This is an optimization exercise on Yosys and OpenROAD, whose aim is small area, a short achievable clock period and few clock cycles per item, not a production implementation.
RTL that was checked went through simulation tests only; none was proved equivalent to the original.
No functional check of the RTL was part of runs 4 and 5.

==> design.v <==
module keyhash (
    input  wire        clk,
    input  wire        rst_n,
    input  wire        req_valid,
    output wire        req_ready,
    input  wire [7:0]  req_ns,
    input  wire [7:0]  req_len,      
    input  wire        key_valid,
    output wire        key_ready,
    input  wire [31:0] key_data,
    output reg         res_valid,
    output wire [63:0] res_hash,
    output wire [15:0] res_fp
);
    localparam [31:0] IV0 = 32'h6a09e667, IV1 = 32'hbb67ae85,
                      IV2 = 32'h3c6ef372, IV3 = 32'ha54ff53a,
                      IV4 = 32'h510e527f, IV5 = 32'h9b05688c,
                      IV6 = 32'h1f83d9ab, IV7 = 32'h5be0cd19;
    reg         run;          
    reg [1:0]   st;           
    reg         rl;           
    reg         ok;           
    reg [5:0]   kc;           
    reg         ld;           
    reg         act;          
    reg         first;        
    reg         last;         
    reg         go;           
    reg [3:0]   wph;          
    reg [3:0]   bph;          
    reg [31:0]  a, b, c, d, e, f, g, h;
    reg [31:0]  p;            
    reg [31:0]  kreg;         
    reg [31:0]  W [0:15];     
    reg [31:0]  R  [0:3];     
    reg [31:0]  RE [0:3];     
    reg         fvalid;
    reg [7:0]   fns;
    reg [7:0]   fml;          
    reg [1:0]   fnb;          
    reg [5:0]   fg;           
    reg [5:0]   fkw;          
    reg         kwl;          
    reg         kn;           
    reg [31:0]  ir;           
    reg         irv;
    reg [7:0]   carry;        
    wire [5:0] mw    = fml[7:2];
    wire [1:0] mb    = fml[1:0];
    wire       w_lt  = (fg < mw);
    wire       w_eq  = (fg == mw);
    wire       w_len = (fg == {fnb, 4'hf});
    wire [5:0] fg1   = fg + 6'd1;
    wire [7:0] b0src = (fg == 6'd0) ? fns : carry;
    reg [31:0] msg;
    integer qq;
    always @(*) begin
        for (qq = 0; qq < 4; qq = qq + 1) begin
            if (w_lt || (w_eq && qq[1:0] < mb))
                msg[31-8*qq -: 8] = (qq == 0) ? b0src : ir[39-8*qq -: 8];
            else if (w_eq && qq[1:0] == mb)
                msg[31-8*qq -: 8] = 8'h80;
            else
                msg[31-8*qq -: 8] = 8'h00;
        end
        if (w_len)
            msg = {16'd0, 5'd0, fml, 3'd0};
    end
    wire s0 = !run && (st == 2'd0);
    wire s2 = !run && (st == 2'd2);
    wire s3 = !run && (st == 2'd3);
    wire s0fire = (wph[1:0] == 2'd0) &&
                  (rl ? (wph == bph && (irv || !kn)) : (act || fvalid));
    wire stepping = !run && (!s0 || s0fire);
    wire lp = (run && ld) || (s2 && (rl || fvalid)) || (s3 && go);
    wire [3:0] lidx = run ? kc[3:0] + 4'd1 : {3'd0, s3};
    wire replay  = lp && (lidx < fg[3:0]);        
    wire fd      = lp && ok && !replay;           
    wire miss    = fd && kn && !irv;              
    wire feed    = fd && !miss;
    wire consume = feed && kn;                    
    wire rot     = !ok || replay || miss || (rl && !run && !st[1]);
    wire nk      = !(act && !last);       
    reg kr, rr;                           
    assign req_ready = rr;
    assign key_ready = kr;
    wire req_hs = req_valid && rr;
    wire key_hs = key_valid && key_ready;
    assign res_hash = {R[3], R[2]};
    assign res_fp   = R[1][31:16];
    function [31:0] rotr(input [31:0] x, input integer n);
        rotr = (x >> n) | (x << (32 - n));
    endfunction
    reg  [31:0] S1;
    wire [31:0] S0 = rotr(a, 2) ^ rotr(a, 13) ^ rotr(a, 22);
    reg  [31:0] CH;
    wire [31:0] MJ = (a & b) ^ (a & c) ^ (b & c);
    wire [31:0] t_s  = p ^ S1 ^ CH;
    wire [31:0] t_c  = ((p & S1) | (p & CH) | (S1 & CH)) << 1;
    wire [31:0] x_s  = t_s ^ t_c ^ d;
    wire [31:0] x_c  = ((t_s & t_c) | (t_s & d) | (t_c & d)) << 1;
    wire [31:0] e_n  = x_s + x_c;
    wire [31:0] u_s  = t_s ^ t_c ^ MJ;
    wire [31:0] u_c  = ((t_s & t_c) | (t_s & MJ) | (t_c & MJ)) << 1;
    wire [31:0] v_s  = u_s ^ u_c ^ S0;
    wire [31:0] v_c  = ((u_s & u_c) | (u_s & S0) | (u_c & S0)) << 1;
    wire [31:0] a_n  = v_s + v_c;
    wire [31:0] w14 = W[14], w1 = W[1];
    wire [31:0] ss1 = rotr(w14, 17) ^ rotr(w14, 19) ^ (w14 >> 10);
    wire [31:0] ss0 = rotr(w1, 7) ^ rotr(w1, 18) ^ (w1 >> 3);
    wire [31:0] wn  = ss1 + W[9] + ss0 + W[0];
    wire [31:0] w_in = rot ? W[0] : (feed ? msg : wn);
    wire [31:0] p_n = g + kreg + W[15];
    reg [31:0] iva, ive;
    always @(*) begin
        case (st)
            2'd0: begin iva = IV3; ive = IV7; end
            2'd1: begin iva = IV2; ive = IV6; end
            2'd2: begin iva = IV1; ive = IV5; end
            default: begin iva = IV0; ive = IV4; end
        endcase
    end
    wire        ivsel = first && !rl;
    wire        ivld  = rl ? first : nk;
    wire [31:0] ra = (ivsel ? iva : R[0]) + (rl ? 32'd0 : d);
    wire [31:0] re = (ivsel ? ive : RE[0]) + (rl ? 32'd0 : h);
    wire [31:0] e_nx = run ? e_n : (ivld ? ive : re);
    integer i;
    always @(posedge clk) begin
        for (i = 0; i < 15; i = i + 1)
            W[i] <= W[i+1];
        W[15] <= w_in;
        p <= p_n;
        if (run)
            a <= a_n;
        else
            a <= ivld ? iva : ra;
        e  <= e_nx;
        S1 <= rotr(e_nx, 6) ^ rotr(e_nx, 11) ^ rotr(e_nx, 25);
        CH <= (e_nx & e) ^ (~e_nx & f);
        b <= a; c <= b; d <= c;
        f <= e; g <= f; h <= g;
        R[0] <= R[1];   R[1] <= R[2];   R[2] <= R[3];
        RE[0] <= RE[1]; RE[1] <= RE[2]; RE[2] <= RE[3];
        R[3]  <= stepping ? ra : R[0];
        RE[3] <= stepping ? re : RE[0];
        if (key_hs)
            ir <= key_data;
        if (consume)
            carry <= ir[7:0];
        if (req_hs) begin
            fns <= req_ns;
            fml <= req_len + 8'd1;
            fnb <= (req_len + 8'd9) >> 6;
        end
    end
    reg       run_n, rl_n, ok_n, act_n, ld_n, go_n, fvalid_n, kn_n, kwl_n, irv_n;
    reg [1:0] st_n;
    reg [5:0] kc_n, fg_n, fkw_n;
    always @(*) begin
        run_n = run; st_n = st; rl_n = rl; ok_n = ok; act_n = act;
        ld_n = ld; go_n = go; kc_n = kc;
        fvalid_n = fvalid; fg_n = fg; kn_n = kn; fkw_n = fkw; kwl_n = kwl;
        irv_n = irv;
        if (run) begin
            kc_n = kc + 6'd1;
            ld_n = (kc < 6'd14) && (kc != 6'd0);
            if (miss) begin                        
                run_n = 1'b0; st_n = 2'd0; rl_n = 1'b1; ok_n = 1'b0;
            end else if (kc == 6'd0) begin         
                run_n = 1'b0; st_n = 2'd0; rl_n = 1'b0;
            end
        end else if (stepping) begin
            st_n = st + 2'd1;
            kc_n = {5'd0, s3};
            if (s0)
                ok_n = 1'b1;
            if (miss)
                ok_n = 1'b0;
            if (s2 && !rl)
                go_n = fvalid;
            if (s3) begin
                if (!rl)
                    act_n = go;
                if (go) begin
                    run_n = ok_n;                  
                    rl_n  = !ok_n;
                    ld_n  = 1'b1;
                end else begin
                    rl_n  = 1'b0;                  
                end
            end
        end
        if (req_hs) begin
            fvalid_n = 1'b1;
            fg_n     = 6'd0;
            kn_n     = (req_len != 8'd0);
        end else if (feed) begin
            fg_n = fg1;
            kn_n = ({fg1, 2'b01} < {2'b00, fml});
            if (w_len)
                fvalid_n = 1'b0;
        end
        if (req_hs) begin
            fkw_n = (req_len + 8'd3) >> 2;
            kwl_n = (req_len != 8'd0);
        end else if (key_hs) begin
            fkw_n = fkw - 6'd1;
            kwl_n = (fkw != 6'd1);
        end
        if (key_hs)
            irv_n = 1'b1;
        else if (consume)
            irv_n = 1'b0;
        if (!rst_n) begin
            run_n = 1'b0; st_n = 2'd0; rl_n = 1'b0; ok_n = 1'b0;
            act_n = 1'b0; ld_n = 1'b0; fvalid_n = 1'b0; irv_n = 1'b0;
        end
    end
    reg [31:0] kk;
    always @(*) begin
        case (kc_n)
            6'd0:  kk = 32'h428a2f98; 6'd1:  kk = 32'h71374491;
            6'd2:  kk = 32'hb5c0fbcf; 6'd3:  kk = 32'he9b5dba5;
            6'd4:  kk = 32'h3956c25b; 6'd5:  kk = 32'h59f111f1;
            6'd6:  kk = 32'h923f82a4; 6'd7:  kk = 32'hab1c5ed5;
            6'd8:  kk = 32'hd807aa98; 6'd9:  kk = 32'h12835b01;
            6'd10: kk = 32'h243185be; 6'd11: kk = 32'h550c7dc3;
            6'd12: kk = 32'h72be5d74; 6'd13: kk = 32'h80deb1fe;
            6'd14: kk = 32'h9bdc06a7; 6'd15: kk = 32'hc19bf174;
            6'd16: kk = 32'he49b69c1; 6'd17: kk = 32'hefbe4786;
            6'd18: kk = 32'h0fc19dc6; 6'd19: kk = 32'h240ca1cc;
            6'd20: kk = 32'h2de92c6f; 6'd21: kk = 32'h4a7484aa;
            6'd22: kk = 32'h5cb0a9dc; 6'd23: kk = 32'h76f988da;
            6'd24: kk = 32'h983e5152; 6'd25: kk = 32'ha831c66d;
            6'd26: kk = 32'hb00327c8; 6'd27: kk = 32'hbf597fc7;
            6'd28: kk = 32'hc6e00bf3; 6'd29: kk = 32'hd5a79147;
            6'd30: kk = 32'h06ca6351; 6'd31: kk = 32'h14292967;
            6'd32: kk = 32'h27b70a85; 6'd33: kk = 32'h2e1b2138;
            6'd34: kk = 32'h4d2c6dfc; 6'd35: kk = 32'h53380d13;
            6'd36: kk = 32'h650a7354; 6'd37: kk = 32'h766a0abb;
            6'd38: kk = 32'h81c2c92e; 6'd39: kk = 32'h92722c85;
            6'd40: kk = 32'ha2bfe8a1; 6'd41: kk = 32'ha81a664b;
            6'd42: kk = 32'hc24b8b70; 6'd43: kk = 32'hc76c51a3;
            6'd44: kk = 32'hd192e819; 6'd45: kk = 32'hd6990624;
            6'd46: kk = 32'hf40e3585; 6'd47: kk = 32'h106aa070;
            6'd48: kk = 32'h19a4c116; 6'd49: kk = 32'h1e376c08;
            6'd50: kk = 32'h2748774c; 6'd51: kk = 32'h34b0bcb5;
            6'd52: kk = 32'h391c0cb3; 6'd53: kk = 32'h4ed8aa4a;
            6'd54: kk = 32'h5b9cca4f; 6'd55: kk = 32'h682e6ff3;
            6'd56: kk = 32'h748f82ee; 6'd57: kk = 32'h78a5636f;
            6'd58: kk = 32'h84c87814; 6'd59: kk = 32'h8cc70208;
            6'd60: kk = 32'h90befffa; 6'd61: kk = 32'ha4506ceb;
            6'd62: kk = 32'hbef9a3f7; default: kk = 32'hc67178f2;
        endcase
    end
    always @(posedge clk)
        kreg <= kk;
    wire       lp_n  = (run_n && ld_n) || (!run_n && st_n == 2'd2 && (rl_n || fvalid_n)) ||
                       (!run_n && st_n == 2'd3 && go_n);
    wire [3:0] lidx_n = run_n ? kc_n[3:0] + 4'd1 : {3'd0, st_n == 2'd3};
    wire       use_n = lp_n && ok_n && !(lidx_n < fg_n[3:0]) && kn_n;
    wire       kr_n  = fvalid_n && kwl_n && (!irv_n || use_n);
    always @(posedge clk) begin
        run <= run_n; st <= st_n; rl <= rl_n; ok <= ok_n; act <= act_n;
        ld <= ld_n; go <= go_n; kc <= kc_n;
        fvalid <= fvalid_n; fg <= fg_n; kn <= kn_n; fkw <= fkw_n;
        kwl <= kwl_n; irv <= irv_n;
        kr <= kr_n;
        rr <= !fvalid_n;
        wph <= rst_n ? wph + 4'd1 : 4'd0;
        if (s0 && s0fire && !rl)
            bph <= wph;
        res_valid <= rst_n && s3 && !rl && act && last;
        if (s3 && !rl && go) begin
            first <= (fg[5:4] == 2'd0);
            last  <= (fg[5:4] == fnb);
        end
    end
endmodule
==> flow/run.sh <==
#!/bin/bash
# The standard layout with three changes in how it is made (the SDC is unchanged):
#  - timing repair aims at a 5 ns period (SETUP_SLACK_MARGIN=10),
#  - the port buffers are buf_1 cells,
#  - after the standard synthesis, fix_inv.py removes inverter pairs that Yosys's
#    full-adder extraction leaves around full adders (registers are not touched).
# Each step's full output goes to a log file of its own in this folder.
set -euo pipefail
ARGS=(SETUP_SLACK_MARGIN=10.5 "BUFFER_PORTS_ARGS=-buffer_cell sky130_fd_sc_hd__buf_1")
RES=orfs/results/sky130hd/keyhash/base
bash standard.sh "${ARGS[@]}" synth > standard_synth.log 2>&1
cp "$RES/1_2_yosys.v" 1_2_yosys.standard.v
python3 flow/fix_inv.py 1_2_yosys.standard.v 1_2_yosys.fixed.v > fix_inv.log 2>&1
cp 1_2_yosys.fixed.v "$RES/1_2_yosys.v"
rm -f "$RES/1_synth.odb" "$RES/1_synth.sdc"
bash standard.sh "${ARGS[@]}" finish > standard_finish.log 2>&1
==> flow/fix_inv.py <==
#!/usr/bin/env python3
"""Remove inverters around full adders in a Yosys netlist of sky130hd cells.

Yosys's extract_fa often builds a full adder on inverted inputs and inverts
its outputs again. A full adder is self-dual: fa(~a, ~b, ~c) = ~fa(a, b, c)
for both outputs. So when all three inputs of a full adder come from
inverters, the adder may take the inverters' inputs instead; its outputs
then carry the complement, which feeds inverter loads directly (those
inverters go) and other loads through one new inverter. A rewrite is made
only when it removes more inverters than it adds. Registers are untouched.

usage: fix_inv.py IN.v OUT.v
"""
import re
import sys

OUT_PINS = {"X", "Y", "Q", "Q_N", "SUM", "COUT", "HI", "LO"}
CELL_RE = re.compile(r"^  (sky130_fd_sc_hd__\w+) (\S+)\s+\(\n(.*?)\n  \);\n", re.S | re.M)
PIN_RE = re.compile(r"\.(\w+)\((.*?)\)")


def is_inv(typ):
    return re.fullmatch(r"sky130_fd_sc_hd__(clk)?inv_\d+", typ) is not None


def main():
    src = open(sys.argv[1]).read()
    ports = set()
    for m in re.finditer(r"^\s*(input|output|inout)\s+(\[[^\]]*\]\s*)?(\S+);", src, re.M):
        ports.add(m.group(3).lstrip("\\"))

    def is_port(net):
        base = net.strip().lstrip("\\").split("[")[0].strip()
        return base in ports

    first = CELL_RE.search(src)
    head = src[: first.start()]
    cells = []  # [typ, name, [(pin, net)]]
    pos = first.start()
    tail_start = None
    for m in CELL_RE.finditer(src):
        if m.start() != pos:
            raise SystemExit("unexpected text between cells at %d" % pos)
        pins = [(p, n) for p, n in PIN_RE.findall(m.group(3))]
        cells.append([m.group(1), m.group(2), pins])
        pos = m.end()
    tail = src[pos:]
    if "assign" in tail or "assign" in head:
        raise SystemExit("assign statements not handled")

    alive = [True] * len(cells)
    drv = {}
    loads = {}

    def index():
        drv.clear()
        loads.clear()
        for i, (typ, name, pins) in enumerate(cells):
            if not alive[i]:
                continue
            for p, n in pins:
                if p in OUT_PINS:
                    drv[n] = i
                else:
                    loads.setdefault(n, []).append((i, p))

    def pin(i, p):
        for q, n in cells[i][2]:
            if q == p:
                return n
        return None

    def setpin(i, p, net):
        cells[i][2] = [(q, net if q == p else n) for q, n in cells[i][2]]

    new_wires = []
    counter = [0]

    def new_net():
        counter[0] += 1
        n = "_fxinv%d_" % counter[0]
        new_wires.append(n)
        return n

    removed = added = 0
    changed = True
    while changed:
        changed = False
        index()
        for i, (typ, name, pins) in enumerate(cells):
            if not alive[i] or not re.fullmatch(r"sky130_fd_sc_hd__fa_\d+", typ):
                continue
            ins = [pin(i, p) for p in ("A", "B", "CIN")]
            if any(n is None for n in ins):
                continue
            outs = [pin(i, p) for p in ("SUM", "COUT")]
            if any(is_port(n) for n in outs):
                continue
            inv_of = [n in drv and is_inv(cells[drv[n]][0]) for n in ins]
            if sum(inv_of) < 2:
                continue
            gain = 0
            inv_ins = {}
            for k, n in enumerate(ins):
                if inv_of[k]:
                    inv_ins[drv[n]] = inv_ins.get(drv[n], 0) + 1
            for j, cnt in inv_ins.items():
                yn = pin(j, "Y")
                if not is_port(yn) and len(loads.get(yn, [])) == cnt:
                    gain += 1
            # inputs not inverted need an inverted copy: reuse an existing inverter if any
            need = []
            for k, n in enumerate(ins):
                if inv_of[k]:
                    continue
                ex = [j for j, p in loads.get(n, []) if is_inv(cells[j][0]) and p == "A"]
                need.append((k, n, ex[0] if ex else None))
                if not ex:
                    gain -= 1
            plan = []
            for o in outs:
                ls = loads.get(o, [])
                invl = [j for j, p in ls if is_inv(cells[j][0]) and not is_port(pin(j, "Y"))]
                other = [(j, p) for j, p in ls if j not in invl]
                gain += len(invl) - (1 if other else 0)
                plan.append((o, invl, other))
            if gain <= 0:
                continue
            # rewrite inputs
            newin = list(ins)
            for k, n in enumerate(ins):
                if inv_of[k]:
                    newin[k] = pin(drv[n], "A")
            for k, n, ex in need:
                if ex is not None:
                    newin[k] = pin(ex, "Y")
                else:
                    nn = new_net()
                    cells.append(["sky130_fd_sc_hd__inv_1", "_fxinvi%d_" % counter[0],
                                  [("A", n), ("Y", nn)]])
                    alive.append(True)
                    added += 1
                    newin[k] = nn
            for p, n in zip(("A", "B", "CIN"), newin):
                setpin(i, p, n)
            for j, cnt in inv_ins.items():
                yn = pin(j, "Y")
                if not is_port(yn) and len(loads.get(yn, [])) == cnt:
                    alive[j] = False
                    removed += 1
            # rewrite outputs
            for (o, invl, other), p in zip(plan, ("SUM", "COUT")):
                on = new_net()
                setpin(i, p, on)
                for j in invl:
                    yn = pin(j, "Y")
                    for k, q in loads.get(yn, []):
                        setpin(k, q, on)
                    alive[j] = False
                    removed += 1
                if other:
                    cells.append(["sky130_fd_sc_hd__inv_1", "_fxinvc%d_" % counter[0],
                                  [("A", on), ("Y", o)]])
                    alive.append(True)
                    added += 1
            changed = True
            break  # re-index after every rewrite
    out = [head.rstrip("\n") + "\n"]
    for n in new_wires:
        out.append("  wire %s;\n" % n)
    for i, (typ, name, pins) in enumerate(cells):
        if not alive[i]:
            continue
        out.append("  %s %s (\n%s\n  );\n" % (typ, name, ",\n".join("    .%s(%s)" % pn for pn in pins)))
    out.append(tail)
    open(sys.argv[2], "w").write("".join(out))
    sys.stderr.write("fix_inv: removed %d inverters, added %d\n" % (removed, added))


if __name__ == "__main__":
    main()
==> standard.sh <==
#!/bin/bash
# synth_recipe.tcl (not shown) runs the flow's synth.tcl, then flattens the netlist and writes it again
# the make line also repeats each setting of config.mk as NAME=value (left out here)
make -C /OpenROAD-flow-scripts/flow DESIGN_CONFIG=/design/flow/config.mk WORK_HOME=/design/flow/orfs CLKGATE_MAP_FILE= SYNTH_SCRIPT=/design/flow/synth_recipe.tcl "${@:-finish}"
==> config.mk <==
export PLATFORM = sky130hd
export DESIGN_NAME = keyhash
export DESIGN_NICKNAME = keyhash
export VERILOG_FILES = /design/flow/design.v
export SDC_FILE = /design/flow/constraint.sdc
export NUM_CORES = 4
export LEC_CHECK = 0
export ABC_CLOCK_PERIOD_IN_PS = 4500
export CAP_MARGIN = 20
export CORE_MARGIN = 2
export CORE_UTILIZATION = 40
export CTS_CLUSTER_DIAMETER = 100
export CTS_CLUSTER_SIZE = 20
export PLACE_DENSITY = 0.6
export SLEW_MARGIN = 20
==> constraint.sdc <==
create_clock -name core_clock -period 15.0 [get_ports {clk}]
set_input_delay 3.0000 -clock core_clock [delete_from_list [all_inputs] [get_ports {clk}]]
set_output_delay 3.0000 -clock core_clock [all_outputs]
set_load 0.01 [all_outputs]
==> results of run 1 <==
-- layout make-up --
cell class                      count  area [µm²]
Antenna cell                        4        10.0
Clock buffer                       86        1940
Clock inverter                     10         170
Fill cell                       11800       69600
Inverter                          120         457
Multi-Input combinational cell   3068       24600
Sequential cell                  1253       25900
Tap cell                         1650        2060
Timing Repair Buffer              212        1200
-- how the worst max path moves through the flow --
stage | from | to | slack (ns) | depth (start not counted)
global placement | rl | CH[12] | 9.35 | 15
floorplan | req_len[2] | kr | 10.50 | 6
detailed placement | rl | CH[12] | 9.26 | 15
CTS | S1[1] | a[29] | 10.32 | 16
global route | S1[1] | a[29] | 10.24 | 16
finish | S1[1] | a[29] | 10.35 | 16
-- metrics by stage --
| step | cell area [µm²] | setup slack [ns] | hold WS, ns | util, % |
|---|---|---|---|---|
| 2_1_floorplan | 50800 | 10.50 | 0.310 | - |
| 3_3_place_gp | 53000 | 9.35 | 0.310 | 42.1 |
| 3_5_place_dp | 53000 | 9.26 | 0.312 | 42.1 |
| 4_1_cts | 55600 | 10.32 | 0.313 | 44.2 |
| 5_1_grt | 56300 | 10.24 | 0.315 | 44.7 |
| 6_report | 56300 | 10.35 | 0.313 | 44.7 |
-- critical path: stages (launching register included) --
cell	delay [ns]
sky130_fd_sc_hd__dfxtp_4	0.38
sky130_fd_sc_hd__fa_2	0.58
sky130_fd_sc_hd__fa_1	0.44
sky130_fd_sc_hd__fa_1	0.50
sky130_fd_sc_hd__ha_4	0.20
sky130_fd_sc_hd__fa_2	0.33
sky130_fd_sc_hd__inv_2	0.07
sky130_fd_sc_hd__nor2b_2	0.04
sky130_fd_sc_hd__o31a_1	0.31
sky130_fd_sc_hd__o2111ai_4	0.33
sky130_fd_sc_hd__a31oi_4	0.16
sky130_fd_sc_hd__a311o_1	0.38
sky130_fd_sc_hd__a21o_1	0.17
sky130_fd_sc_hd__a21o_1	0.18
sky130_fd_sc_hd__a31oi_1	0.20
sky130_fd_sc_hd__xor2_1	0.17
sky130_fd_sc_hd__a2bb2oi_1	0.07
-- timing repair --
item / CTS / global route
gates resized for setup: 98 / 108
endpoints found under the setup margin: 169 / 85
pin swaps: 24 / 63
cloned: 1 / 1
setup buffers: 15 / 26
-- metal layers --
| layer | global-route usage, % | vias to the layer above | wire, µm |
|---|---|---|---|
| met4 | 6.76 | 2 | 4780 |
| li1 | - | 16100 | - |
| met5 | 0 | - | 13 |
| met2 | 36.5 | 1233 | 68100 |
| met3 | 3.11 | 223 | 10200 |
| met1 | 32.9 | 17000 | 69800 |
==> tab_implementation.tex, run 1 <==
\begin{tabular}{lr}
\hline
Metric & Value \\
\hline
\multicolumn{2}{l}{\textbf{GRT}} \\
\quad Largest net degree at the start of global routing & 99 \\
\quad Number of antenna violations at the first check in global routing & 6 \\
\quad Residual overflow from global routing & 0 \\
\quad GRT Resource Usage Total & between 20\% and 30\% \\
\quad Global-route wire length before repair & approximately 220 mm \\
\quad Number of global-route vias before repair & about 33000 \\
\multicolumn{2}{l}{\textbf{Synth}} \\
\quad Mapped cell area & 0.0508 mm² \\
\quad Post-Syn Nets & 5133 \\
\quad Syn avg cell area & around 11 µm² \\
\quad Yosys warning total & 4 \\
\quad Number of instances in the synthesized netlist & 4619 \\
\multicolumn{2}{l}{\textbf{Critical path}} \\
\quad Maximum fanout encountered on the critical timing path & 3 \\
\quad Arrival time of the worst setup path & just over 5 ns \\
\quad Capturing element type of the critical path & flop \\
\quad Launch point of the worst reg-to-reg path & S1[1] \\
\quad Worst Reg-to-Reg Cells & 16 \\
\quad Required time worst endpoint & roughly 16 ns \\
\quad Capture instance of the worst register-to-register path & a[29] \\
\quad Slack of the worst reg-to-reg path & 10.35 ns \\
\quad Critical path launch point type & flop \\
\quad Worst Setup Path Type & reg -> reg \\
\multicolumn{2}{l}{\textbf{Final layout}} \\
\quad Area Growth Syn to Fin & 10.7\% \\
\quad Leading cell types in the layout, fill and taps excluded & sky130\_fd\_sc\_hd\_\_dfxtp\_1 (1142), sky130\_fd\_sc\_hd\_\_nand2\_1 (373), sky130\_fd\_sc\_hd\_\_xnor2\_1 (332), sky130\_fd\_sc\_hd\_\_a21oi\_1 (288), sky130\_fd\_sc\_hd\_\_nor2\_1 (253) \\
\quad Post-route insts no fill & 6403 \\
\quad Fin nets & around 5200 \\
\quad Leading cell type in the layout, fill and taps excluded & sky130\_fd\_sc\_hd\_\_dfxtp\_1 \\
\quad Register containing the most flip-flops in the final layout & W \\
\quad Share of layout cells above drive strength 1 & approximately 8.7\% \\
\quad Registers with the most flip-flops & W: 512 flops, RE: 128 flops, R: 128 flops \\
\quad Number of flip-flops in the largest register & just over 500 \\
\multicolumn{2}{l}{\textbf{Hold path}} \\
\quad End of the worst hold path & W[5][30] \\
\quad Hold path cells & 0 \\
\quad Startpoint of the worst hold path & W[6][30] \\
\quad Worst Hold Class & reg -> reg \\
\multicolumn{2}{l}{\textbf{STA}} \\
\quad Min Clock Period, post-route & roughly 4.6 ns \\
\quad Final hold violation count & 0 \\
\quad Fmax & approximately 220 MHz \\
\quad Slew Viols, Final & 0 \\
\quad Final setup vio count & 0 \\
\quad Final worst-path cycle share & around 31\% \\
\quad Setup repair after global routing missed its margin & yes \\
\quad Normalized max-slew margin & roughly a fifth \\
\quad Final total negative setup slack & 0 ns \\
\quad Worst Max-Slew Pin Slew & between 1 and 1.5 ns \\
\quad Setup Skew & 0.0466 ns \\
\multicolumn{2}{l}{\textbf{Route}} \\
\quad Antenna-violating nets left & 0 \\
\quad Count of TritonRoute iterations in the first routing pass & 8 \\
\quad Drt initial violations & 3670 \\
\quad Total Routed Length & about 150 mm \\
\quad Detail-routed via count per cell & about 5.4 \\
\quad Routed length per placed instance & $\sim$24 µm \\
\quad Via count & approximately 35000 \\
\quad DRC violation count after routing & 0 \\
\multicolumn{2}{l}{\textbf{Place}} \\
\quad Global placer's final weighted congestion & between 0.9 and 1 \\
\quad Port Buffer Count & $\sim$130 \\
\quad Post-DP HPWL & about 110 mm \\
\quad Placed instance count & 6260 \\
\multicolumn{2}{l}{\textbf{CTS}} \\
\quad TritonCTS clock tree & yes \\
\quad CTS clock-pin slew for the worst setup and hold paths & 0.09 ns \\
\quad Quantity of hold-fixing buffers added after cts & 0 \\
\quad Clock Root Buffer & sky130\_fd\_sc\_hd\_\_clkbuf\_16 \\
\quad Later-pin clock latency in the skew report & 0.71 ns \\
\quad Maximum count of clock buffers along a single path & 3 \\
\quad Total clock buffers created by CTS & 74 \\
\quad Number of H-tree levels & 3 \\
\quad Number of clock sinks & between 1000 and 1500 \\
\multicolumn{2}{l}{\textbf{Run}} \\
\quad Max-capacitance violation count & 0 \\
\multicolumn{2}{l}{\textbf{Outcome}} \\
\quad Run status & timing/DRC/antenna clean \\
\multicolumn{2}{l}{\textbf{Floorplanning}} \\
\quad I/O pin total & $\sim$140 \\
\quad Floorplan die height & 360 µm \\
\quad Total number of placement rows & 130 \\
\quad Horiz. Die Dim & 360 µm \\
\quad Initial core utilization & between 40\% and 50\% \\
\quad Die Footprint & between 0.1 and 0.15 mm² \\
\quad Core Footprint & about 0.13 mm² \\
\hline
\end{tabular}
Testbench counts, summed over its fixed seeds: cycles 236,508, keys 2,400.
==> run 2: changes to the inputs <==
--- a/flow/run.sh
+++ b/flow/run.sh
@@ -6,7 +6,7 @@
 #    full-adder extraction leaves around full adders (registers are not touched).
 # Each step's full output goes to a log file of its own in this folder.
 set -euo pipefail
-ARGS=(SETUP_SLACK_MARGIN=10.5 "BUFFER_PORTS_ARGS=-buffer_cell sky130_fd_sc_hd__buf_1")
+ARGS=(SETUP_SLACK_MARGIN=10 "BUFFER_PORTS_ARGS=-buffer_cell sky130_fd_sc_hd__buf_1")
 RES=orfs/results/sky130hd/keyhash/base
 bash standard.sh "${ARGS[@]}" synth > standard_synth.log 2>&1
 cp "$RES/1_2_yosys.v" 1_2_yosys.standard.v
==> tab_implementation.tex, run 2 <==
\begin{tabular}{lr}
\hline
Metric & Value \\
\hline
\multicolumn{2}{l}{\textbf{Critical path}} \\
\quad Worst Setup Path Type & reg -> reg \\
\quad Arrival time of the worst setup path & 5.49 ns (+0.30 ns) \\
\quad Cell family with the largest share of critical-path delay & compound AO/OA/AOI/OAI gates \\
\quad Capturing element type of the critical path & flop \\
\quad Critical path launch point type & flop \\
\quad Standard cell with the maximum stage delay on the critical path & sky130\_fd\_sc\_hd\_\_a221oi\_1 \\
\quad Maximum fanout encountered on the critical timing path & 18 (+15) \\
\quad Worst Reg-to-Reg Cells & 17 (+1) \\
\quad Capture instance of the worst register-to-register path & S1[2] \\
\quad Cell mode on critical path & sky130\_fd\_sc\_hd\_\_nand2\_1 \\
\quad Worst-path cell chain & buf\_12 -> inv\_1 -> nor2\_2 -> buf\_4 -> nand2\_1 -> nand2\_1 -> ha\_1 -> a21oi\_1 -> nand2b\_1 -> o21ai\_1 -> o211ai\_2 -> o311ai\_2 -> nand2\_1 -> xnor2\_1 -> a221oi\_1 -> inv\_1 -> xnor2\_1 \\
\quad Required time worst endpoint & 15.60 ns (+0.05 ns) \\
\quad Launch point of the worst reg-to-reg path & first \\
\quad Number of buffer and inverter instances along the worst setup path & 4 (+3) \\
\quad Slack of the worst reg-to-reg path & 10.11 ns (-0.25 ns) \\
\quad Delay of the slowest cell on the worst path & 0.61 ns (+0.03 ns) \\
\multicolumn{2}{l}{\textbf{Place}} \\
\quad Post-DP HPWL & 114 mm (+0.34\%) \\
\quad Placed instance count & 6264 (+0.064\%) \\
\quad Port Buffer Count & 134 (unchanged) \\
\quad Post-placement setup slack & 9.47 ns (+0.213 ns) \\
\quad Global placer's final weighted congestion & 0.963 (+1.1\%) \\
\multicolumn{2}{l}{\textbf{STA}} \\
\quad Setup repair after global routing missed its margin & no \\
\quad Final setup vio count & 0 (unchanged) \\
\quad Min Clock Period, post-route & 4.89 ns (+0.246 ns) \\
\quad Setup Skew & 0.0652 ns (+0.0185 ns) \\
\quad Final worst-path cycle share & 32.6\% (+1.6 points) \\
\quad Normalized max-slew margin & 21.2\% (+0.15 points) \\
\quad Final worst setup slack & 10.11 ns (-0.246 ns) \\
\quad Fmax & 204 MHz (-5.0\%) \\
\quad Final hold violation count & 0 (unchanged) \\
\quad Slew Viols, Final & 0 (unchanged) \\
\quad Final total negative setup slack & 0 ns (unchanged) \\
\quad Hold\_ws & 0.301 ns (-0.0128 ns) \\
\quad Worst Max-Slew Pin Slew & 1.17 ns (-0.00583 ns) \\
\multicolumn{2}{l}{\textbf{Route}} \\
\quad Total Routed Length & 150 mm (-1.9\%) \\
\quad Detail-routed via count per cell & 5.39 (-0.14\%) \\
\quad Count of TritonRoute iterations in the first routing pass & 8 (unchanged) \\
\quad Drt initial violations & 3793 (+3.4\%) \\
\quad Via count & 34400 (-0.62\%) \\
\quad Routed length per placed instance & 23.5 µm (-1.4\%) \\
\quad Antenna-violating nets left & 0 (unchanged) \\
\quad DRC violation count after routing & 0 (unchanged) \\
\multicolumn{2}{l}{\textbf{Synth}} \\
\quad Yosys warning total & 4 (unchanged) \\
\quad Syn avg cell area & 11.0 µm² (unchanged) \\
\quad Mapped cell area & 0.0508 mm² (unchanged) \\
\quad Post-Syn Nets & 5133 (unchanged) \\
\quad Number of instances in the synthesized netlist & 4619 (unchanged) \\
\multicolumn{2}{l}{\textbf{Final layout}} \\
\quad Register containing the most flip-flops in the final layout & W \\
\quad Leading cell types in the layout, fill and taps excluded & sky130\_fd\_sc\_hd\_\_dfxtp\_1 (1177), sky130\_fd\_sc\_hd\_\_nand2\_1 (378), sky130\_fd\_sc\_hd\_\_xnor2\_1 (341), sky130\_fd\_sc\_hd\_\_a21oi\_1 (289), sky130\_fd\_sc\_hd\_\_nor2\_1 (258) \\
\quad Filler Cell Count & 11900 (+0.96\%) \\
\quad Post-route insts no fill & 6372 (-0.48\%) \\
\quad Fin nets & 5214 (-0.55\%) \\
\quad Share of layout cells above drive strength 1 & 5.79\% (-2.9 points) \\
\quad Area Growth Syn to Fin & 9.08\% \\
\quad Post-layout utilization of the core & 44.0\% (-0.67 points) \\
\quad Leading cell type in the layout, fill and taps excluded & sky130\_fd\_sc\_hd\_\_dfxtp\_1 \\
\quad Registers with the most flip-flops & W: 512 flops, RE: 128 flops, R: 128 flops \\
\quad Number of flip-flops in the largest register & 512 (unchanged) \\
\multicolumn{2}{l}{\textbf{Floorplanning}} \\
\quad Initial core utilization & 40.4\% (unchanged) \\
\quad Horiz. Die Dim & 360 µm (unchanged) \\
\quad Core Footprint & 0.126 mm² (unchanged) \\
\quad Total number of placement rows & 130 (unchanged) \\
\quad I/O pin total & 135 (unchanged) \\
\quad Floorplan die height & 360 µm (unchanged) \\
\quad Die Footprint & 0.130 mm² (unchanged) \\
\multicolumn{2}{l}{\textbf{CTS}} \\
\quad Total clock buffers created by CTS & 75 (+1.4\%) \\
\quad Number of H-tree levels & 3 (unchanged) \\
\quad Quantity of hold-fixing buffers added after cts & 0 (unchanged) \\
\quad Number of clock sinks & 1253 (unchanged) \\
\quad Maximum count of clock buffers along a single path & 3 (unchanged) \\
\quad Later-pin clock latency in the skew report & 0.73 ns (+0.02 ns) \\
\quad Clock Root Buffer & sky130\_fd\_sc\_hd\_\_clkbuf\_16 \\
\quad TritonCTS clock tree & yes \\
\quad CTS clock-pin slew for the worst setup and hold paths & 0.09 ns (about the same) \\
\multicolumn{2}{l}{\textbf{GRT}} \\
\quad Residual overflow from global routing & 0 (unchanged) \\
\quad GRT Resource Usage Total & 22.8\% (-0.27 points) \\
\quad Global-route wire length before repair & 220 mm (-0.88\%) \\
\quad Largest net degree at the start of global routing & 76 (-23\%) \\
\quad Number of antenna violations at the first check in global routing & 4 (-2) \\
\quad Number of global-route vias before repair & 33300 (+0.17\%) \\
\multicolumn{2}{l}{\textbf{Hold path}} \\
\quad Hold path cells & 0 (unchanged) \\
\quad Startpoint of the worst hold path & W[4][14] \\
\quad Worst Hold Class & reg -> reg \\
\quad End of the worst hold path & W[3][14] \\
\multicolumn{2}{l}{\textbf{Run}} \\
\quad Max-capacitance violation count & 0 (unchanged) \\
\multicolumn{2}{l}{\textbf{Outcome}} \\
\quad Run status & timing/DRC/antenna clean \\
\hline
\end{tabular}
-- run 2: cell types whose count changed in the layout (fill, tap and decap cells not counted), moves of 8 or more --
cell                      before   now
sky130_fd_sc_hd__ha_4          8     0
sky130_fd_sc_hd__dfxtp_4      14     3
sky130_fd_sc_hd__dfxtp_2      27     3
sky130_fd_sc_hd__o21ai_0     184   198
sky130_fd_sc_hd__xnor2_1     332   341
sky130_fd_sc_hd__buf_4        67    44
sky130_fd_sc_hd__ha_1        223   239
sky130_fd_sc_hd__xnor2_2       9     0
sky130_fd_sc_hd__dfxtp_1    1142  1177
sky130_fd_sc_hd__ha_2         12     4
sky130_fd_sc_hd__fa_1        208   217
sky130_fd_sc_hd__o21ai_1      30    21
sky130_fd_sc_hd__fa_2         11     2
-- run 2: how the worst max path moves through the flow --
stage / from / to / slack [ns] / depth (start not counted)
final: first / S1[2] / 10.11 / 17
after global routing: first / S1[16] / 9.99 / 17
after CTS: S1[1] / a[31] / 10.00 / 16
after detailed placement: rl / CH[12] / 9.47 / 16
after global placement: rl / CH[12] / 9.54 / 15
after floorplan: req_valid / kr / 10.10 / 9
-- run 2: stage by stage --
| stage | instance area, µm² |
|---|---|
| floorplan | 50800 |
| global placement | 53000 |
| detailed placement | 53000 |
| CTS | 55200 |
| global route | 55400 |
| finish | 55400 |
-- run 2: per-layer routing --
metal / routed length (µm) / up-vias / GRT usage, %
li1: - / 16000 / -
met1: 66900 / 16800 / 32.0
met2: 66700 / 1302 / 35.7
met3: 11200 / 272 / 3.77
met4: 5190 / 0 / 7.57
met5: 0 / - / 0
-- run 2: cell type report --
type / count / area, µm² / area share (%)
tap: 1650 / 2060 / 3.72
clock buffer: 84 / 1930 / 3.49
timing repair buffer: 182 / 912 / 1.65
clock inverter: 12 / 228 / 0.411
sequential: 1253 / 25800 / 46.5
antenna: 3 / 7.51 / 0.0135
inverter: 120 / 452 / 0.815
multi-input combinational: 3068 / 24000 / 43.4
-- run 2: what timing repair did --
item / 4_1_cts / 5_1_grt
resized for setup: 12 / 32
pin swaps: 0 / 9
buffers inserted: 2 / 6
cloned: 0 / 0
setup endpoints to repair: 95 / 47
==> run 3: changes to the inputs <==
--- a/flow/run.sh
+++ b/flow/run.sh
@@ -6,7 +6,7 @@
 #    full-adder extraction leaves around full adders (registers are not touched).
 # Each step's full output goes to a log file of its own in this folder.
 set -euo pipefail
-ARGS=(SETUP_SLACK_MARGIN=10 "BUFFER_PORTS_ARGS=-buffer_cell sky130_fd_sc_hd__buf_1")
+ARGS=(SETUP_SLACK_MARGIN=10.3 "BUFFER_PORTS_ARGS=-buffer_cell sky130_fd_sc_hd__buf_1")
 RES=orfs/results/sky130hd/keyhash/base
 bash standard.sh "${ARGS[@]}" synth > standard_synth.log 2>&1
 cp "$RES/1_2_yosys.v" 1_2_yosys.standard.v
==> tab_implementation.tex, run 3 <==
\begin{tabular}{lr}
\hline
Metric & Value \\
\hline
\multicolumn{2}{l}{\textbf{Floorplanning}} \\
\quad Core Footprint & 0.126 mm² (unchanged) \\
\quad Initial core utilization & 40.4\% (unchanged) \\
\quad Horiz. Die Dim & 360 µm (unchanged) \\
\quad Floorplan die height & 360 µm (unchanged) \\
\quad Total number of placement rows & 130 (unchanged) \\
\quad I/O pin total & 135 (unchanged) \\
\quad Die Footprint & 0.130 mm² (unchanged) \\
\multicolumn{2}{l}{\textbf{Critical path}} \\
\quad Standard cell with the maximum stage delay on the critical path & sky130\_fd\_sc\_hd\_\_fa\_1 \\
\quad Number of buffer and inverter instances along the worst setup path & 0 (-4) \\
\quad Worst-path cell chain & xnor2\_1 -> xnor2\_1 -> fa\_1 -> fa\_1 -> ha\_1 -> a21o\_1 -> a31o\_2 -> or3\_1 -> o21ai\_1 -> a21oi\_1 -> a21o\_1 -> a31oi\_1 -> xor2\_1 -> o221ai\_1 -> o21a\_1 \\
\quad Capturing element type of the critical path & flop \\
\quad Cell family with the largest share of critical-path delay & compound AO/OA/AOI/OAI gates \\
\quad Worst Setup Path Type & reg -> reg \\
\quad Delay of the slowest cell on the worst path & 0.53 ns (-0.08 ns) \\
\quad Arrival time of the worst setup path & 5.22 ns (-0.27 ns) \\
\quad Required time worst endpoint & 15.61 ns (about the same) \\
\quad Worst Reg-to-Reg Cells & 15 (-2) \\
\quad Critical path depth & 15 (-2) \\
\quad Critical path launch point type & flop \\
\quad Maximum fanout encountered on the critical timing path & 6 (-12) \\
\multicolumn{2}{l}{\textbf{Place}} \\
\quad Port Buffer Count & 134 (unchanged) \\
\quad Placed instance count & 6269 (+0.080\%) \\
\quad Post-DP HPWL & 115 mm (+0.64\%) \\
\quad Global placer's final weighted congestion & 0.960 (-0.29\%) \\
\multicolumn{2}{l}{\textbf{Route}} \\
\quad DRC violation count after routing & 0 (unchanged) \\
\quad Antenna-violating nets left & 0 (unchanged) \\
\quad Drt initial violations & 3478 (-8.3\%) \\
\quad Via count & 34400 (+0.035\%) \\
\quad Count of TritonRoute iterations in the first routing pass & 8 (unchanged) \\
\quad Routed length per placed instance & 23.8 µm (+1.2\%) \\
\quad Detail-routed via count per cell & 5.38 (-0.23\%) \\
\quad Total Routed Length & 152 mm (+1.4\%) \\
\multicolumn{2}{l}{\textbf{Synth}} \\
\quad Yosys warning total & 4 (unchanged) \\
\quad Mapped cell area & 0.0508 mm² (unchanged) \\
\quad Post-Syn Nets & 5133 (unchanged) \\
\quad Syn avg cell area & 11.0 µm² (unchanged) \\
\quad Number of instances in the synthesized netlist & 4619 (unchanged) \\
\multicolumn{2}{l}{\textbf{STA}} \\
\quad Worst Max-Slew Pin Slew & 1.18 ns (+0.00618 ns) \\
\quad Fmax & 217 MHz (+6.1\%) \\
\quad Final hold violation count & 0 (unchanged) \\
\quad Final worst-path cycle share & 30.7\% (-1.9 points) \\
\quad Normalized max-slew margin & 21.3\% (+0.028 points) \\
\quad Final setup vio count & 0 (unchanged) \\
\quad Final total negative setup slack & 0 ns (unchanged) \\
\quad Setup Skew & 0.0581 ns (-0.00703 ns) \\
\quad Setup repair after global routing missed its margin & yes \\
\quad Slew Viols, Final & 0 (unchanged) \\
\quad Min Clock Period, post-route & 4.61 ns (-0.282 ns) \\
\multicolumn{2}{l}{\textbf{Final layout}} \\
\quad Register containing the most flip-flops in the final layout & W \\
\quad Leading cell types in the layout, fill and taps excluded & sky130\_fd\_sc\_hd\_\_dfxtp\_1 (1162), sky130\_fd\_sc\_hd\_\_nand2\_1 (375), sky130\_fd\_sc\_hd\_\_xnor2\_1 (332), sky130\_fd\_sc\_hd\_\_a21oi\_1 (289), sky130\_fd\_sc\_hd\_\_nor2\_1 (254) \\
\quad Registers with the most flip-flops & W: 512 flops, RE: 128 flops, R: 128 flops \\
\quad Post-route insts no fill & 6389 (+0.27\%) \\
\quad Filler Cell Count & 11900 (-0.53\%) \\
\quad Fin nets & 5232 (+0.35\%) \\
\quad Leading cell type in the layout, fill and taps excluded & sky130\_fd\_sc\_hd\_\_dfxtp\_1 \\
\quad Area Growth Syn to Fin & 9.87\% \\
\quad Share of layout cells above drive strength 1 & 7.35\% (+1.6 points) \\
\quad Number of flip-flops in the largest register & 512 (unchanged) \\
\multicolumn{2}{l}{\textbf{Run}} \\
\quad Max-capacitance violation count & 0 (unchanged) \\
\multicolumn{2}{l}{\textbf{CTS}} \\
\quad TritonCTS clock tree & yes \\
\quad Clock Root Buffer & sky130\_fd\_sc\_hd\_\_clkbuf\_16 \\
\quad CTS clock-pin slew for the worst setup and hold paths & 0.08 ns (about the same) \\
\quad Later-pin clock latency in the skew report & 0.73 ns (about the same) \\
\quad Number of H-tree levels & 3 (unchanged) \\
\quad Maximum count of clock buffers along a single path & 3 (unchanged) \\
\quad Number of clock sinks & 1253 (unchanged) \\
\quad Total clock buffers created by CTS & 73 (-2.7\%) \\
\multicolumn{2}{l}{\textbf{GRT}} \\
\quad Global-route wire length before repair & 223 mm (+1.5\%) \\
\quad Largest net degree at the start of global routing & 76 (unchanged) \\
\quad Number of antenna violations at the first check in global routing & 7 (+3) \\
\quad Residual overflow from global routing & 0 (unchanged) \\
\quad GRT Resource Usage Total & 23.1\% (+0.29 points) \\
\quad Number of global-route vias before repair & 33700 (+1.0\%) \\
\multicolumn{2}{l}{\textbf{Hold path}} \\
\quad Hold path cells & 0 (unchanged) \\
\quad Worst Hold Class & reg -> reg \\
\multicolumn{2}{l}{\textbf{Outcome}} \\
\quad Run status & timing/DRC/antenna clean \\
\hline
\end{tabular}
## run 3: layer usage
metal | part of all wire (%) | vias up | global-route usage [%]
li1 | - | 16100 | -
met1 | 46 | 16900 | 32.9
met2 | 45 | 1194 | 36.2
met3 | 6.7 | 218 | 3.67
met4 | 2.7 | 4 | 6.46
met5 | 0.018 | - | 0
## run 3: final cells by class
| class | instances | area (µm²) | area share [%] |
|---|---|---|---|
| Clock buffer | 83 | 1870 | 3.36 |
| Multi-Input combinational cell | 3069 | 24300 | 43.6 |
| Clock inverter | 11 | 189 | 0.338 |
| Inverter | 120 | 457 | 0.818 |
| Timing Repair inverter | 1 | 5.00 | 0.00896 |
| Tap cell | 1650 | 2060 | 3.70 |
| Timing Repair Buffer | 200 | 1090 | 1.95 |
| Antenna cell | 2 | 5.00 | 0.00896 |
| Sequential cell | 1253 | 25800 | 46.3 |
## run 3: repair_timing
| action | CTS | global route |
|---|---|---|
| cloned | 3 | 1 |
| endpoints found under the setup margin | 177 | 88 |
| buffers inserted | 12 | 8 |
| hold buffers | 0 | 0 |
| pin swaps | 18 | 35 |
| gates resized for setup | 56 | 65 |
## run 3: final timing paths
check | slack [ns] | start | endpoint
max reg2reg | 10.39 | W[14][28] | W[15][24]
min reg2reg | 0.31 | RE[1][18] | RE[0][18]
min | 0.31 | RE[1][18] | RE[0][18]
max | 10.39 | W[14][28] | W[15][24]
## run 3: through the flow
step                util (%)  cell area, µm²  hold slack (ns)  setup WS, ns
floorplan                  -           50800            0.310         10.31
global placement        42.1           53000            0.310          9.15
detailed placement      42.1           53000            0.312          9.03
CTS                     44.1           55500            0.293         10.31
global route            44.3           55800            0.305         10.21
finish                  44.3           55800            0.309         10.39
==> run 4: changes to the inputs <==
--- a/design.v
+++ b/design.v
@@ -104,7 +104,10 @@
     wire [31:0] u_c  = ((t_s & t_c) | (t_s & MJ) | (t_c & MJ)) << 1;
     wire [31:0] v_s  = u_s ^ u_c ^ S0;
     wire [31:0] v_c  = ((u_s & u_c) | (u_s & S0) | (u_c & S0)) << 1;
-    wire [31:0] a_n  = v_s + v_c;
+    wire [16:0] an_lo = {1'b0, v_s[15:0]} + {1'b0, v_c[15:0]};
+    wire [15:0] an_h0 = v_s[31:16] + v_c[31:16];
+    wire [15:0] an_h1 = v_s[31:16] + v_c[31:16] + 16'd1;
+    wire [31:0] a_n  = {an_lo[16] ? an_h1 : an_h0, an_lo[15:0]};
     wire [31:0] w14 = W[14], w1 = W[1];
     wire [31:0] ss1 = rotr(w14, 17) ^ rotr(w14, 19) ^ (w14 >> 10);
     wire [31:0] ss0 = rotr(w1, 7) ^ rotr(w1, 18) ^ (w1 >> 3);
--- a/flow/run.sh
+++ b/flow/run.sh
@@ -6,7 +6,7 @@
 #    full-adder extraction leaves around full adders (registers are not touched).
 # Each step's full output goes to a log file of its own in this folder.
 set -euo pipefail
-ARGS=(SETUP_SLACK_MARGIN=10.3 "BUFFER_PORTS_ARGS=-buffer_cell sky130_fd_sc_hd__buf_1")
+ARGS=(SETUP_SLACK_MARGIN=10.5 "BUFFER_PORTS_ARGS=-buffer_cell sky130_fd_sc_hd__buf_1")
 RES=orfs/results/sky130hd/keyhash/base
 bash standard.sh "${ARGS[@]}" synth > standard_synth.log 2>&1
 cp "$RES/1_2_yosys.v" 1_2_yosys.standard.v
==> tab_implementation.tex, run 4 <==
\begin{tabular}{lr}
\hline
Metric & Value \\
\hline
\multicolumn{2}{l}{\textbf{Outcome}} \\
\quad Run status & timing/DRC/antenna clean \\
\multicolumn{2}{l}{\textbf{Critical path}} \\
\quad Capturing element type of the critical path & flop \\
\quad Cell family with the largest share of critical-path delay & adder cells \\
\quad Number of buffer and inverter instances along the worst setup path & 3 (+3) \\
\quad Arrival time of the worst setup path & 5.12 ns (-0.10 ns) \\
\quad Worst Setup Path Type & reg -> reg \\
\quad Required time worst endpoint & 15.55 ns (-0.06 ns) \\
\quad Standard cell with the maximum stage delay on the critical path & sky130\_fd\_sc\_hd\_\_fa\_2 \\
\quad Delay of the slowest cell on the worst path & 0.62 ns (+0.09 ns) \\
\quad Maximum fanout encountered on the critical timing path & 4 (-2) \\
\quad Critical path launch point type & flop \\
\quad Worst-path cell chain & fa\_2 -> inv\_2 -> fa\_1 -> fa\_1 -> inv\_1 -> ha\_2 -> inv\_2 -> fa\_2 -> nor2b\_2 -> o31a\_1 -> o21a\_1 -> or3\_4 -> nand4\_1 -> nor3\_4 -> nand4bb\_1 -> nor4\_2 -> xor2\_1 -> a221oi\_2 \\
\quad Slack of the worst reg-to-reg path & 10.42 ns (+0.04 ns) \\
\multicolumn{2}{l}{\textbf{Floorplanning}} \\
\quad Horiz. Die Dim & 362 µm (+0.34\%) \\
\quad Die Footprint & 0.131 mm² (+0.69\%) \\
\quad Initial core utilization & 40.2\% (-0.13 points) \\
\quad I/O pin total & 135 (unchanged) \\
\quad Floorplan die height & 362 µm (+0.34\%) \\
\quad Core Footprint & 0.127 mm² (+1.0\%) \\
\quad Total number of placement rows & 131 (+0.77\%) \\
\multicolumn{2}{l}{\textbf{GRT}} \\
\quad Number of antenna violations at the first check in global routing & 6 (-1) \\
\quad Global-route wire length before repair & 226 mm (+1.0\%) \\
\quad Residual overflow from global routing & 0 (unchanged) \\
\quad Number of global-route vias before repair & 34000 (+0.91\%) \\
\quad Largest net degree at the start of global routing & 85 (+12\%) \\
\quad GRT Resource Usage Total & 23.1\% (about the same) \\
\multicolumn{2}{l}{\textbf{Synth}} \\
\quad Mapped cell area & 0.0512 mm² (+0.70\%) \\
\quad Number of instances in the synthesized netlist & 4653 (+0.74\%) \\
\quad Syn avg cell area & 11.0 µm² (about the same) \\
\quad Post-Syn Nets & 5165 (+0.62\%) \\
\quad Yosys warning total & 4 (unchanged) \\
\multicolumn{2}{l}{\textbf{STA}} \\
\quad Final setup vio count & 0 (unchanged) \\
\quad Final hold violation count & 0 (unchanged) \\
\quad Setup repair after global routing missed its margin & yes \\
\quad Min Clock Period, post-route & 4.58 ns (-0.0356 ns) \\
\quad Hold\_ws & 0.311 ns (+0.00257 ns) \\
\quad Final worst-path cycle share & 30.5\% (-0.24 points) \\
\quad Fmax & 219 MHz (+0.78\%) \\
\quad Slew Viols, Final & 0 (unchanged) \\
\quad Worst Max-Slew Pin Slew & 1.15 ns (-0.0342 ns) \\
\quad Normalized max-slew margin & 23.3\% (+2.1 points) \\
\quad Setup Skew & 0.0395 ns (-0.0187 ns) \\
\quad Final total negative setup slack & 0 ns (unchanged) \\
\multicolumn{2}{l}{\textbf{CTS}} \\
\quad Maximum count of clock buffers along a single path & 3 (unchanged) \\
\quad CTS clock-pin slew for the worst setup and hold paths & 0.09 ns (about the same) \\
\quad Total clock buffers created by CTS & 74 (+1.4\%) \\
\quad Quantity of hold-fixing buffers added after cts & 0 (unchanged) \\
\quad Number of clock sinks & 1253 (unchanged) \\
\quad Later-pin clock latency in the skew report & 0.71 ns (-0.02 ns) \\
\quad TritonCTS clock tree & yes \\
\quad Number of H-tree levels & 3 (unchanged) \\
\quad Clock Root Buffer & sky130\_fd\_sc\_hd\_\_clkbuf\_16 \\
\multicolumn{2}{l}{\textbf{Place}} \\
\quad Port Buffer Count & 134 (unchanged) \\
\quad Global placer's final weighted congestion & 0.968 (+0.84\%) \\
\quad Post-DP HPWL & 119 mm (+2.9\%) \\
\multicolumn{2}{l}{\textbf{Final layout}} \\
\quad Post-layout utilization of the core & 44.8\% (+0.50 points) \\
\quad Fin nets & 5292 (+1.1\%) \\
\quad Leading cell type in the layout, fill and taps excluded & sky130\_fd\_sc\_hd\_\_dfxtp\_1 \\
\quad Leading cell types in the layout, fill and taps excluded & sky130\_fd\_sc\_hd\_\_dfxtp\_1 (1140), sky130\_fd\_sc\_hd\_\_nand2\_1 (402), sky130\_fd\_sc\_hd\_\_xnor2\_1 (301), sky130\_fd\_sc\_hd\_\_a21oi\_1 (233), sky130\_fd\_sc\_hd\_\_ha\_1 (225) \\
\quad Area Growth Syn to Fin & 11.5\% \\
\quad Register containing the most flip-flops in the final layout & W \\
\quad Number of flip-flops in the largest register & 512 (unchanged) \\
\quad Share of layout cells above drive strength 1 & 9.93\% (+2.6 points) \\
\quad Registers with the most flip-flops & W: 512 flops, RE: 128 flops, R: 128 flops \\
\quad Number of diodes added for antenna fixing & 0 (-2) \\
\multicolumn{2}{l}{\textbf{Route}} \\
\quad Via count & 34600 (+0.63\%) \\
\quad Routed length per placed instance & 23.7 µm (-0.27\%) \\
\quad DRC violation count after routing & 0 (unchanged) \\
\quad Drt initial violations & 2880 (-17\%) \\
\quad Detail-routed via count per cell & 5.35 (-0.55\%) \\
\quad Count of TritonRoute iterations in the first routing pass & 6 (-2) \\
\quad Antenna-violating nets left & 0 (unchanged) \\
\quad Total Routed Length & 154 mm (+0.92\%) \\
\multicolumn{2}{l}{\textbf{Run}} \\
\quad Max-capacitance violation count & 0 (unchanged) \\
\multicolumn{2}{l}{\textbf{Hold path}} \\
\quad Worst Hold Class & reg -> reg \\
\hline
\end{tabular}
## run 4: area by class of cell
| cell class | count | area (µm²) |
|---|---|---|
| multi-input cells | 3063 | 25100 |
| well taps | 1662 | 2080 |
| inverters | 169 | 637 |
| flip-flops and latches | 1253 | 25800 |
| repair buffers | 219 | 1250 |
| clock inverters | 11 | 175 |
| fillers | 11900 | 70200 |
| clock buffers | 88 | 1950 |
## run 4: stage by stage
| step | cells | instance area [µm²] | setup WS, ns |
|---|---|---|---|
| floorplan | 4653 | 51200 | 10.49 |
| global placement | 6319 | 53400 | 9.87 |
| detailed placement | 6319 | 53400 | 9.80 |
| CTS | 6438 | 56200 | 10.47 |
| global route | 6465 | 57000 | 10.30 |
| finish | 6465 | 57000 | 10.42 |
## run 4: final timing paths
path	depth (start not counted)	endpoint	startpoint
worst max-delay path	18	a[30]	CH[16]
worst min-delay path	0	W[10][2]	W[11][2]
worst max register to register	18	a[30]	CH[16]
worst min register to register	0	W[10][2]	W[11][2]
## run 4: per-layer routing
layer | track usage [%] | up-vias | wire length (µm)
met1 | 31.3 | 16800 | 67500
met2 | 37.4 | 1222 | 70200
li1 | - | 16200 | -
met4 | 8.71 | 4 | 6520
met3 | 3.26 | 276 | 9330
met5 | 0 | - | 20
## run 4: timing repair
item / CTS / global route
setup endpoints to repair: 152 / 105
setup buffers: 19 / 26
pin swaps: 34 / 72
resized for setup: 113 / 134
gates cloned: 1 / 0
==> run 5: changes to the inputs <==
--- a/design.v
+++ b/design.v
@@ -29,7 +29,7 @@
     reg [3:0]   wph;          
     reg [3:0]   bph;          
     reg [31:0]  a, b, c, d, e, f, g, h;
-    reg [31:0]  p;            
+    reg [31:0]  px, pa;       
     reg [31:0]  kreg;         
     reg [31:0]  W [0:15];     
     reg [31:0]  R  [0:3];     
@@ -93,10 +93,9 @@
     endfunction
     reg  [31:0] S1;
     wire [31:0] S0 = rotr(a, 2) ^ rotr(a, 13) ^ rotr(a, 22);
-    reg  [31:0] CH;
     wire [31:0] MJ = (a & b) ^ (a & c) ^ (b & c);
-    wire [31:0] t_s  = p ^ S1 ^ CH;
-    wire [31:0] t_c  = ((p & S1) | (p & CH) | (S1 & CH)) << 1;
+    wire [31:0] t_s  = px ^ S1;
+    wire [31:0] t_c  = (pa | (px & S1)) << 1;
     wire [31:0] x_s  = t_s ^ t_c ^ d;
     wire [31:0] x_c  = ((t_s & t_c) | (t_s & d) | (t_c & d)) << 1;
     wire [31:0] e_n  = x_s + x_c;
@@ -104,10 +103,7 @@
     wire [31:0] u_c  = ((t_s & t_c) | (t_s & MJ) | (t_c & MJ)) << 1;
     wire [31:0] v_s  = u_s ^ u_c ^ S0;
     wire [31:0] v_c  = ((u_s & u_c) | (u_s & S0) | (u_c & S0)) << 1;
-    wire [16:0] an_lo = {1'b0, v_s[15:0]} + {1'b0, v_c[15:0]};
-    wire [15:0] an_h0 = v_s[31:16] + v_c[31:16];
-    wire [15:0] an_h1 = v_s[31:16] + v_c[31:16] + 16'd1;
-    wire [31:0] a_n  = {an_lo[16] ? an_h1 : an_h0, an_lo[15:0]};
+    wire [31:0] a_n  = v_s + v_c;
     wire [31:0] w14 = W[14], w1 = W[1];
     wire [31:0] ss1 = rotr(w14, 17) ^ rotr(w14, 19) ^ (w14 >> 10);
     wire [31:0] ss0 = rotr(w1, 7) ^ rotr(w1, 18) ^ (w1 >> 3);
@@ -128,19 +124,20 @@
     wire [31:0] ra = (ivsel ? iva : R[0]) + (rl ? 32'd0 : d);
     wire [31:0] re = (ivsel ? ive : RE[0]) + (rl ? 32'd0 : h);
     wire [31:0] e_nx = run ? e_n : (ivld ? ive : re);
+    wire [31:0] ch_nx = (e_nx & e) ^ (~e_nx & f);     
     integer i;
     always @(posedge clk) begin
         for (i = 0; i < 15; i = i + 1)
             W[i] <= W[i+1];
         W[15] <= w_in;
-        p <= p_n;
         if (run)
             a <= a_n;
         else
             a <= ivld ? iva : ra;
         e  <= e_nx;
         S1 <= rotr(e_nx, 6) ^ rotr(e_nx, 11) ^ rotr(e_nx, 25);
-        CH <= (e_nx & e) ^ (~e_nx & f);
+        px <= p_n ^ ch_nx;
+        pa <= p_n & ch_nx;
         b <= a; c <= b; d <= c;
         f <= e; g <= f; h <= g;
         R[0] <= R[1];   R[1] <= R[2];   R[2] <= R[3];
==> tab_implementation.tex, run 5 <==
\begin{tabular}{lr}
\hline
Metric & Value \\
\hline
\multicolumn{2}{l}{\textbf{Critical path}} \\
\quad Required time worst endpoint & 15.66 ns (+0.11 ns) \\
\quad Capturing element type of the critical path & flop \\
\quad Arrival time of the worst setup path & 5.19 ns (+0.07 ns) \\
\quad Worst setup path start & st[1] \\
\quad Worst Reg-to-Reg Cells & 18 (unchanged) \\
\multicolumn{2}{l}{\textbf{Place}} \\
\quad Post-DP HPWL & 116 mm (-2.5\%) \\
\multicolumn{2}{l}{\textbf{Route}} \\
\quad Total Routed Length & 155 mm (+0.82\%) \\
\quad Drt initial violations & 3159 (+9.7\%) \\
\quad Routed length per placed instance & 23.7 µm (about the same) \\
\multicolumn{2}{l}{\textbf{STA}} \\
\quad Slew Viols, Final & 0 (unchanged) \\
\quad Setup Skew & 0.0379 ns (-0.00152 ns) \\
\quad Final total negative setup slack & 0 ns (unchanged) \\
\quad Worst Max-Slew Pin Slew & 1.13 ns (-0.0196 ns) \\
\multicolumn{2}{l}{\textbf{Floorplanning}} \\
\quad Die Footprint & 0.130 mm² (-0.53\%) \\
\quad Total number of placement rows & 130 (-0.76\%) \\
\quad I/O pin total & 135 (unchanged) \\
\multicolumn{2}{l}{\textbf{Hold path}} \\
\quad Startpoint of the worst hold path & RE[2][19] \\
\quad Hold path cells & 0 (unchanged) \\
\quad Worst Hold Class & reg -> reg \\
\multicolumn{2}{l}{\textbf{Final layout}} \\
\quad Share of layout cells above drive strength 1 & 12.4\% (+2.5 points) \\
\quad Registers with the most flip-flops & W: 512 flops, RE: 128 flops, R: 128 flops \\
\quad Leading cell types in the layout, fill and taps excluded & sky130\_fd\_sc\_hd\_\_dfxtp\_1 (1133), sky130\_fd\_sc\_hd\_\_nand2\_1 (382), sky130\_fd\_sc\_hd\_\_xnor2\_1 (309), sky130\_fd\_sc\_hd\_\_a21oi\_1 (272), sky130\_fd\_sc\_hd\_\_ha\_1 (264) \\
\quad Number of flip-flops in the largest register & 512 (unchanged) \\
\quad Area Growth Syn to Fin & 13.8\% \\
\multicolumn{2}{l}{\textbf{CTS}} \\
\quad Number of H-tree levels & 3 (unchanged) \\
\quad Later-pin clock latency in the skew report & 0.71 ns (about the same) \\
\quad Number of clock sinks & 1252 (-0.080\%) \\
\multicolumn{2}{l}{\textbf{GRT}} \\
\quad GRT Resource Usage Total & 23.1\% (about the same) \\
\multicolumn{2}{l}{\textbf{Synth}} \\
\quad Yosys warning total & 4 (unchanged) \\
\multicolumn{2}{l}{\textbf{Outcome}} \\
\quad Run status & timing/DRC/antenna clean \\
\hline
\end{tabular}
-- run 5: cell types whose count changed in the layout (fill, tap and decap cells not counted), moves of 27 or more --
cell,before,now
sky130_fd_sc_hd__ha_1,225,264
sky130_fd_sc_hd__inv_1,159,105
sky130_fd_sc_hd__buf_4,77,139
sky130_fd_sc_hd__fa_1,210,183
sky130_fd_sc_hd__a21oi_1,233,272
sky130_fd_sc_hd__nor2_1,215,252
-- run 5: metal layers --
layer	track usage (%)	part of all wire, %	up-vias	routed length (µm)
li1	-	-	16400	-
met1	33.7	46	17300	71500
met2	35.3	44	1174	68100
met3	3.25	6.7	209	10300
met4	6.76	3.2	2	4900
met5	0	0.0071	-	11
-- run 5: final cells by class --
type | instances | area, µm²
fillers | 11700 | 68000
flip-flops and latches | 1252 | 25900
multi-input cells | 3107 | 25500
well taps | 1650 | 2060
clock buffers | 87 | 1960
repair buffers | 292 | 1870
inverters | 115 | 450
clock inverters | 11 | 201
diodes | 3 | 7.51
repair inverters | 1 | 5.00
-- run 5: worst max-delay path: cells and delay by family, from the launching register on --
kind	cells	cell delay, ns
multiplexers	1	0.34
XOR/XNOR	1	0.17
AO/OA/AOI/OAI	9	2.08
buffers and inverters	2	0.28
flip-flops	1	0.40
adder cells (fa/ha/maj)	3	0.92
AND/OR/NAND/NOR	2	0.26
-- run 5: how the worst max path moves through the flow --
stage / endpoint / slack [ns]
after floorplan: kr / 10.16
after global placement: px[30] / 9.04
after detailed placement: kr / 9.26
after CTS: S1[1] / 10.42
after global routing: px[22] / 10.38
final: px[22] / 10.46
-- run 5: timing repair --
action / 4_1_cts / 5_1_grt
setup buffers: 43 / 69
cloned: 2 / 2
pin swaps: 56 / 121
endpoints found under the setup margin: 162 / 88
resized for setup: 187 / 169
-- run 5: per-stage QoR --
step	hold WS (ns)	std cells	area, µm²
finish	0.300	6518	57900
global route	0.305	6515	57900
CTS	0.304	6444	56500
detailed placement	0.312	6301	53200
global placement	0.309	6299	53200
floorplan	0.310	4648	51000

-- re-timing with driven ports --
How much do the figures lean on ideal ports? The routed layouts below were timed once more, with nothing changed but the port constraints. Step 1 assumes that a clkbuf_16 drives the clock port and a buf_2 every other input. Step 2, shift: input delay + t, output delay - t, t = (earliest + latest rising clock arrival at the registers) / 2. This alone moves slack from input paths to output paths. a / b / c = ideal ports / drivers / drivers and shift; a / b = the first two.
| run | shift t [ns] | setup WS [ns] | worst setup path after step 2 | latest minus earliest clock arrival (ns) |
|---|---|---|---|---|
| run 1 | 0.761 | 10.354 / 10.354 / 9.986 | input to register | 0.049 / 0.048 |
| run 2 | 0.768 | 10.108 / 10.108 / 9.915 | input to register | 0.066 / 0.066 |
| run 3 | 0.775 | 10.389 / 10.389 / 9.931 | input to register | 0.058 / 0.058 |
| run 4 | 0.753 | 10.425 / 10.425 / 10.029 | input to register | 0.045 / 0.046 |
| run 5 | 0.770 | 10.465 / 10.465 / 9.905 | input to register | 0.039 / 0.039 |
After both steps every run listed still meets setup and hold. The setup slack of run 5, which loses most, moves by 0.000 ns with the drivers and by -0.560 ns with both steps.
